Context: an optimization exercise on an open-source flow, tuned for small area, a short achievable clock period and few clock cycles per item. The choices shown serve that exercise and are no tape-out recipe.
Only simulation tests tie the RTL to the original design; equivalence was not proved.

// rs_kernel
module rs_kernel (
    input  wire        clk,
    input  wire        rst,         
    input  wire        in_valid,
    output wire        in_ready,
    input  wire [31:0] in_x,        
    input  wire [17:0] in_ca,       
    input  wire [17:0] in_cb,       
    input  wire [3:0]  in_q,        
    input  wire        in_last,     
    input  wire        in_mode,     
    input  wire [15:0] in_lam,      
    output wire        out_valid,
    input  wire        out_ready,
    output reg  [31:0] out_val,
    output reg  [3:0]  out_q,
    output reg         out_sat
);
Size in the first run: roughly 6000 cells after synthesis, ~130 I/O pins, about 49000 um2 of cells after synthesis.
==> flow/config.mk <==
export PLATFORM = sky130hd
export DESIGN_NAME = rs_kernel
export DESIGN_NICKNAME = rs_kernel
export VERILOG_FILES = /design/flow/design.v
export SDC_FILE = /design/flow/constraint.sdc
export NUM_CORES = 4
export LEC_CHECK = 0
export ABC_AREA = 1
export CAP_MARGIN = 20
export CORE_MARGIN = 2
export CORE_UTILIZATION = 40
export CTS_CLUSTER_DIAMETER = 120
export CTS_CLUSTER_SIZE = 20
export SLEW_MARGIN = 20
==> flow/constraint.sdc <==
create_clock -name core_clock -period 14.0 [get_ports {clk}]
set_input_delay 2.8000 -clock core_clock [delete_from_list [all_inputs] [get_ports {clk}]]
set_output_delay 2.8000 -clock core_clock [all_outputs]
set_load 0.01 [all_outputs]
standard.sh (not shown) runs the stock make flow with config.mk's settings and CLKGATE_MAP_FILE= SYNTH_SCRIPT=/design/flow/synth_recipe.tcl, a recipe that flattens the netlist after the stock synthesis.
==> flow/flow/run.sh <==
#!/bin/bash
set -euo pipefail
cd "$(dirname "$0")/.."
bash standard.sh SETUP_SLACK_MARGIN=10 finish > standard_make.log 2>&1
Testbench counts at the start, summed over its fixed seeds: cycles 63,342, items 2,400.
Edit:
--- a/flow/design.v
+++ b/flow/design.v
@@ -62,66 +62,60 @@
     wire fw_n     = (p3 | fw) & ~fload;
     assign in_ready  = rdy;
     assign out_valid = ov;
     reg  [31:0] x0;
     reg  [26:0] da0, db0;       
     reg  [3:0]  q0;
     reg         v0, l0, m0, f0;
     reg  [15:0] lam_r;
     reg  [49:0] acc_a, acc_b;   
-    wire op_a = ~acc_a[49] & (acc_a[48] | acc_a[47]);
-    wire on_a =  acc_a[49] & ~(acc_a[48] & acc_a[47]);
-    wire op_b = ~acc_b[49] & (acc_b[48] | acc_b[47]);
-    wire on_b =  acc_b[49] & ~(acc_b[48] & acc_b[47]);
-    wire ovf_a = op_a | on_a;
-    wire ovf_b = op_b | on_b;
-    wire [49:0] val_a = {(acc_a[49:47] & ~{3{op_a}}) | {3{on_a}}, (acc_a[46:0] | {47{op_a}}) & ~{47{on_a}}};
-    wire [49:0] val_b = {(acc_b[49:47] & ~{3{op_b}}) | {3{on_b}}, (acc_b[46:0] | {47{op_b}}) & ~{47{on_b}}};
+    wire ovf_a = ~((acc_a[49] == acc_a[48]) & (acc_a[48] == acc_a[47]));
+    wire ovf_b = ~((acc_b[49] == acc_b[48]) & (acc_b[48] == acc_b[47]));
+    wire [49:0] val_a = ovf_a ? {{3{acc_a[49]}}, {47{~acc_a[49]}}} : acc_a;
+    wire [49:0] val_b = ovf_b ? {{3{acc_b[49]}}, {47{~acc_b[49]}}} : acc_b;
     wire [48:0] diff  = val_b[48:0] - val_a[48:0];
     wire [17:0] ya = fload ? {1'b0, lam_r, 1'b0} : tap_hs ? in_ca : 18'd0;
     wire [17:0] yb = fload ? {1'b0, diff[16:0]}  : tap_hs ? in_cb : 18'd0;
     always @(posedge clk) begin
         x0  <= fload ? diff[48:17] : in_x;
         da0 <= benc(ya);
         db0 <= benc(yb);
         q0  <= in_q;
         l0  <= in_last;
         m0  <= in_mode;
         v0  <= tap_hs & ~rst;
         f0  <= fload & ~rst;
-        if (~(p1 | p2 | p3 | fw)) lam_r <= in_lam;
+        if (rdy) lam_r <= in_lam;
     end
     wire [31:0] xb0 = f0 ? {16'd0, lam_r} : x0;
     wire [49:0] sa_w, ca_w, sb_w, cb_w;
     rs_bmul mul_a (.one(da0[8:0]), .two(da0[17:9]), .neg(da0[26:18]), .x(x0),  .s(sa_w), .c(ca_w));
     rs_bmul mul_b (.one(db0[8:0]), .two(db0[17:9]), .neg(db0[26:18]), .x(xb0), .s(sb_w), .c(cb_w));
     reg  [49:0] sa1, ca1, sb1, cb1;
     reg  [3:0]  q1;
     reg         v1, l1, m1, f1, first1;
-    reg         zb1;             
     reg         nj0;             
     always @(posedge clk) begin
         sa1 <= sa_w; ca1 <= ca_w; sb1 <= sb_w; cb1 <= cb_w;
         q1 <= q0; l1 <= l0; m1 <= m0;
         v1 <= v0 & ~rst;
         f1 <= f0 & ~rst;
         first1 <= v0 & nj0;
-        zb1    <= (v0 & nj0) | (f0 & ~rst);
         if (rst)     nj0 <= 1'b1;
         else if (v0) nj0 <= l0;
     end
     reg        hit_a, hit_b;     
     reg        vd, fd;           
     reg [1:0]  vr;
     reg        tst, prd, mode;
     reg        rp;               
-    wire [49:0] ina  = val_a & ~{50{first1}};
-    wire [49:0] inb  = val_b & ~{50{zb1}};
+    wire [49:0] ina  = first1 ? 50'd0 : val_a;
+    wire [49:0] inb  = (first1 | f1) ? 50'd0 : val_b;
     wire [49:0] ta   = ina ^ sa1 ^ ca1;
     wire [49:0] ka   = (ina & sa1) | (ina & ca1) | (sa1 & ca1);
     wire [49:0] tb   = inb ^ sb1 ^ cb1;
     wire [49:0] kb   = (inb & sb1) | (inb & cb1) | (sb1 & cb1);
     wire [49:0] suma = ta + {ka[48:0], 1'b0};
     wire [49:0] sumb = tb + {kb[48:0], 1'b0};
     wire hit_a_job = (hit_a & ~fd) | (vd & ovf_a);
     wire hit_b_job = (hit_b & ~fd) | (vd & ovf_b);
     wire [1:0] qr = vrank(q1[1:0]);
Outcome: Synthesized cell count falls by 4.0%; synthesized area fell by 2.4%; setup slack got worse by 66 ps; clock skew falls by 19 ps; cell area is higher by 2.0%; utilization goes up by 1.8 points.
Testbench counts after the change, summed over its fixed seeds: cycles 63,342, items 2,400.

## static timing again, ports no longer ideal
In the flow no input, the clock included, has a driving cell. The finished layouts below were timed again as built, in two steps.
Step 1, drivers: a clkbuf_16 drives clk and a buf_2 each remaining input, both assumed.
Step 2 moves the port delays by t, midway between the first and last clock arrival at a register: inputs arrive t later, outputs are due t later. That takes back most of the time a late clock gives input paths.
Three values: no drivers, after step 1, after step 2; two values: the first two.
| run | t (ns) | slack for setup (ns) | hold slack, ns | latest minus earliest clock arrival (ns) | worst register clock-pin slew, ns |
|---|---|---|---|---|---|
| the first run | 0.716 | 9.971 / 9.940 / 9.749 | 0.335 / 0.335 / 0.335 | 0.049 / 0.049 | 0.12 / 0.12 |
| the second run | 0.745 | 9.905 / 9.891 / 9.598 | 0.330 / 0.330 / 0.330 | 0.028 / 0.028 | 0.10 / 0.10 |
After both steps setup and hold are still met in every run listed. For the second run, which loses most, drivers alone change the setup slack by -0.014 ns; drivers and shift together by -0.307 ns.
